From an optimization exercise on the open Yosys and OpenROAD flow, aimed at small area and a short achievable clock period; shortcuts taken in it are not production practice. Function was checked by simulation only, so behaviour that the tests miss may differ from the original. Power and IR drop assume default switching activity.

## flt_rank_det
module flt_rank_det (
    input  wire        clk,
    input  wire        rst,
    input  wire        sync,
    input  wire        cfg_rank_en,
    input  wire [4:0]  cfg_win,
    input  wire [4:0]  cfg_k,
    input  wire        cfg_suppress,
    input  wire [15:0] cfg_settle_base,
    input  wire [4:0]  cfg_pk_log2,
    input  wire [4:0]  cfg_rms_log2,
    input  wire [3:0]  cfg_atk,
    input  wire [3:0]  cfg_dcy,
    input  wire        in_valid,
    input  wire [15:0] in_data,
    output reg         out_valid,
    output reg  [15:0] out_data,
    output reg         out_settling,
    output reg         env_valid,
    output wire [15:0] env,
    output reg         env_ok,
    output reg         pk_valid,
    output wire [15:0] pk,
    output wire        pk_ok,
    output reg         rms_valid,
    output wire [15:0] rms,
    output wire        rms_ok
);
    integer i;
    wire restart = rst | sync;
    wire [3:0] win_i = cfg_win[4] ? 4'd15 :
                       (cfg_win < 5'd3) ? 4'd3 :
                       cfg_win[0] ? cfg_win[3:0] : cfg_win[3:0] - 4'd1;
    wire [4:0] pk_i  = (cfg_pk_log2 < 5'd4) ? 5'd4 :
  ...
==> flow/config.mk <==
export PLATFORM = sky130hd
export DESIGN_NAME = flt_rank_det
export DESIGN_NICKNAME = flt_rank_det
export VERILOG_FILES = /design/flow/design.v
export SDC_FILE = /design/flow/constraint.sdc
export NUM_CORES = 8
export LEC_CHECK = 0
export ABC_AREA = 1
export CAP_MARGIN = 20
export CORE_MARGIN = 2
export CORE_UTILIZATION = 62
export CTS_CLUSTER_DIAMETER = 60
export CTS_CLUSTER_SIZE = 30
export SLEW_MARGIN = 20
==> flow/constraint.sdc <==
create_clock -name core_clock -period 15.0 [get_ports {clk}]
set_input_delay 3.0000 -clock core_clock [delete_from_list [all_inputs] [get_ports {clk}]]
set_output_delay 3.0000 -clock core_clock [all_outputs]
set_load 0.01 [all_outputs]
standard.sh (not shown) runs the stock make flow with config.mk's settings and CLKGATE_MAP_FILE= SYNTH_SCRIPT=/design/flow/synth_recipe.tcl, a recipe that flattens the netlist after the stock synthesis.
==> flow/flow/run.sh <==
#!/bin/bash
# Standard synthesis, then the standard ORFS layout steps with:
# - port buffers of a plain buffer cell (buf_2) rather than the default,
set -euo pipefail
bash standard.sh synth > synth.log 2>&1
bash standard.sh SETUP_SLACK_MARGIN=10.75 TNS_END_PERCENT=100 \
    "BUFFER_PORTS_ARGS=-buffer_cell sky130_fd_sc_hd__buf_2" finish > layout.log 2>&1
The baseline produced a clean layout.
Change:
--- a/flow/flow/run.sh
+++ b/flow/flow/run.sh
@@ -4,4 +4,4 @@
 set -euo pipefail
 bash standard.sh synth > synth.log 2>&1
-bash standard.sh SETUP_SLACK_MARGIN=10.75 TNS_END_PERCENT=100 \
+bash standard.sh SETUP_SLACK_MARGIN=10.75 TNS_END_PERCENT=20 \
     "BUFFER_PORTS_ARGS=-buffer_cell sky130_fd_sc_hd__buf_2" finish > layout.log 2>&1
Settings changed: CORE_UTILIZATION 62 to 58.
=> The changed run completed with no timing, DRC or antenna violations; setup slack gains 0.0038 ns; count of clock-buffer cells in the layout climbs by 3; wire length drops by about 1.7%; first-iteration DRC count drops by 17%; total power drops by about 2.6%; synthesized area stays the same; sequential power barely changes.
Change:
--- a/flow/flow/run.sh
+++ b/flow/flow/run.sh
@@ -4,4 +4,4 @@
 set -euo pipefail
 bash standard.sh synth > synth.log 2>&1
-bash standard.sh SETUP_SLACK_MARGIN=10.75 TNS_END_PERCENT=20 \
+bash standard.sh SETUP_SLACK_MARGIN=10.6 TNS_END_PERCENT=100 \
     "BUFFER_PORTS_ARGS=-buffer_cell sky130_fd_sc_hd__buf_2" finish > layout.log 2>&1
After rerunning: Sequential power is about the same. Total power is higher by a few percent. Final area is lower slightly. Clock-buffer cell count is lower by 2. Non-clock buffer count is lower by 32. Register-to-register slack is worse by 0.05 ns. Die area does not change. Clock skew is higher by 0.034 ns. Synthesized cell count stays the same.
Change:
--- a/flow/flow/run.sh
+++ b/flow/flow/run.sh
@@ -4,4 +4,4 @@
 set -euo pipefail
 bash standard.sh synth > synth.log 2>&1
-bash standard.sh SETUP_SLACK_MARGIN=10.6 TNS_END_PERCENT=100 \
+bash standard.sh SETUP_SLACK_MARGIN=10.75 TNS_END_PERCENT=0 \
     "BUFFER_PORTS_ARGS=-buffer_cell sky130_fd_sc_hd__buf_2" finish > layout.log 2>&1
=> Maximum frequency decreases by 0.45%; worst setup slack is worse by 0.020 ns; global-route usage decreases by 0.32 points; core utilization increases by 0.21 points; sequential share of layout area is about the same; via count decreases by 0.30%; non-clock buffer count increases by 19.

========
Another version of the RTL of flt_rank_det (not shown whole).
For scale: roughly 5900 cells after synthesis, ~140 I/O pins.
export LEC_CHECK = 0
export ABC_AREA = 1
export CAP_MARGIN = 20
export CORE_MARGIN = 2
export CORE_UTILIZATION = 58
export CTS_CLUSTER_DIAMETER = 60
export CTS_CLUSTER_SIZE = 30
export SLEW_MARGIN = 20
create_clock -name core_clock -period 15.0 [get_ports {clk}]
==> flow/flow/run.sh <==
#!/bin/bash
# Standard synthesis, then the standard ORFS layout steps with:
# - port buffers of a plain buffer cell (buf_2) rather than the default,
set -euo pipefail
bash standard.sh synth > synth.log 2>&1
bash standard.sh SETUP_SLACK_MARGIN=10.6 TNS_END_PERCENT=100 \
    "BUFFER_PORTS_ARGS=-buffer_cell sky130_fd_sc_hd__buf_2" finish > layout.log 2>&1
Edit:
- CORE_UTILIZATION: 58 -> 65
Result: The changed run passed the timing, design-rule and antenna checks; sequential cell count is unchanged; global-route usage rises by 2.2 points; clock skew falls by 7.0 ps; via count rises by 0.64%; maximum frequency stays flat; critical path depth stays the same.

========
Setup of job 6173:
flt_rank_det, a different RTL version from the one above (not shown whole).
Size in the first run: roughly 6000 cells after synthesis, roughly 640 flip-flops, about 140 I/O pins, about 45000 um^2 of cells after synthesis.
clock: 15.0 ns
lec_check: 0
abc_area: 1
cap_margin: 20
core_margin: 2
core_utilization: 65
cts_cluster_diameter: 60
cts_cluster_size: 30
slew_margin: 20
==> flow/flow/run.sh <==
#!/bin/bash
# Standard synthesis, then the standard ORFS layout steps with:
# - port buffers of a plain buffer cell (buf_2) rather than the default,
set -euo pipefail
bash standard.sh synth > synth.log 2>&1
bash standard.sh SETUP_SLACK_MARGIN=10.8 TNS_END_PERCENT=100 \
    "BUFFER_PORTS_ARGS=-buffer_cell sky130_fd_sc_hd__buf_2" finish > layout.log 2>&1
Job 6173: flow completed, timing, DRC and antenna clean
## Diff of input files: job 9733 against job 6173
Settings: CORE_UTILIZATION now 58, was 65.
diff --git a/flow/flow/run.sh b/flow/flow/run.sh
--- a/flow/flow/run.sh
+++ b/flow/flow/run.sh
@@ -5,3 +5,3 @@
 bash standard.sh synth > synth.log 2>&1
-bash standard.sh SETUP_SLACK_MARGIN=10.8 TNS_END_PERCENT=100 \
+bash standard.sh SETUP_SLACK_MARGIN=10.6 TNS_END_PERCENT=100 \
     "BUFFER_PORTS_ARGS=-buffer_cell sky130_fd_sc_hd__buf_2" finish > layout.log 2>&1
==> run notes <==
From job 6173 to job 9733 the numbers moved as follows: number of antenna violations at the first check in global routing went up by 2, post-synthesis adder-cell area fraction about even.
Per the comparison of job 9733 with job 6173, count of sequential standard cells closely matched the old numbers; area overhead of the layout relative to synthesis shrank by 4.9 points; design area has decreased.
On sequential share of layout area: between job 6173 and job 9733, it ends up lower for job 6173.
In job 9733, the final-layout clock-cell area share came out 0.64 points above the value in job 6173.
Maximum frequency from static timing analysis of job 9733 exceeds that of job 6173 slightly.
Job 6173 and job 9733 ended up with roughly the same net switching power.
Relative to job 6173, worst setup margin has increased by 0.078 ns in job 9733.
[inputs] job 5312 vs job 9733
Settings: a change of CORE_UTILIZATION from 58 to 65.
==> comparison <==
Job 5312 vs job 9733 on switching share of total power: job 5312 is the higher one. Job 9733 → job 5312: summed instance area of the synthesized netlist roughly the same; time the worst path needs with I/O delays and setup went up 0.027 ns; non-clock buffer count now smaller. Job 5312 was carried through to the last stage, and its layout satisfied the timing, design-rule and antenna checks.

## what the ideal ports hide
The flow's constraints put no driver on any port. The routed layouts listed below were extracted and timed again, unchanged, in two steps. Step 1: set_driving_cell puts a clkbuf_16 on clk and a buf_2 on each other input, an assumption about the parent block. Step 2 moves the port delays by t, midway between the first and last clock arrival at a register: inputs arrive t later, outputs are due t later. That takes back most of the time a late clock gives input paths. Three values: no drivers, after step 1, after step 2; two values: the first two.
run | shift t [ns] | setup WS [ns] | worst setup path after step 2 | worst register clock-pin slew, ns | cell pins on the clock port's net
the first run of note 1 | 0.698 | 10.622 / 10.576 / 10.538 | input to register | 0.10 / 0.10 | 1
the second run of note 1 | 0.710 | 10.626 / 10.555 / 10.555 | input to register | 0.09 / 0.09 | 1
the third run of note 1 | 0.699 | 10.613 / 10.548 / 10.554 | input to register | 0.10 / 0.10 | 1
the fourth run of note 1 | 0.730 | 10.594 / 10.525 / 10.495 | input to register | 0.10 / 0.10 | 1
the first run of note 2 | 0.700 | 10.587 / 10.518 / 10.379 | input to register | 0.09 / 0.09 | 1
the second run of note 2 | 0.722 | 10.594 / 10.522 / 10.616 | register to register | 0.10 / 0.10 | 1
job 6173 | 0.718 | 10.549 / 10.549 / 10.523 | input to register | 0.10 / 0.10 | 1
job 9733 | 0.735 | 10.627 / 10.554 / 10.507 | input to register | 0.09 / 0.09 | 1
job 5312 | 0.725 | 10.600 / 10.538 / 10.277 | input to register | 0.10 / 0.10 | 1
After both steps setup and hold are still met in every run listed. For job 5312, which loses most, drivers alone change the setup slack by -0.062 ns; drivers and shift together by -0.323 ns.
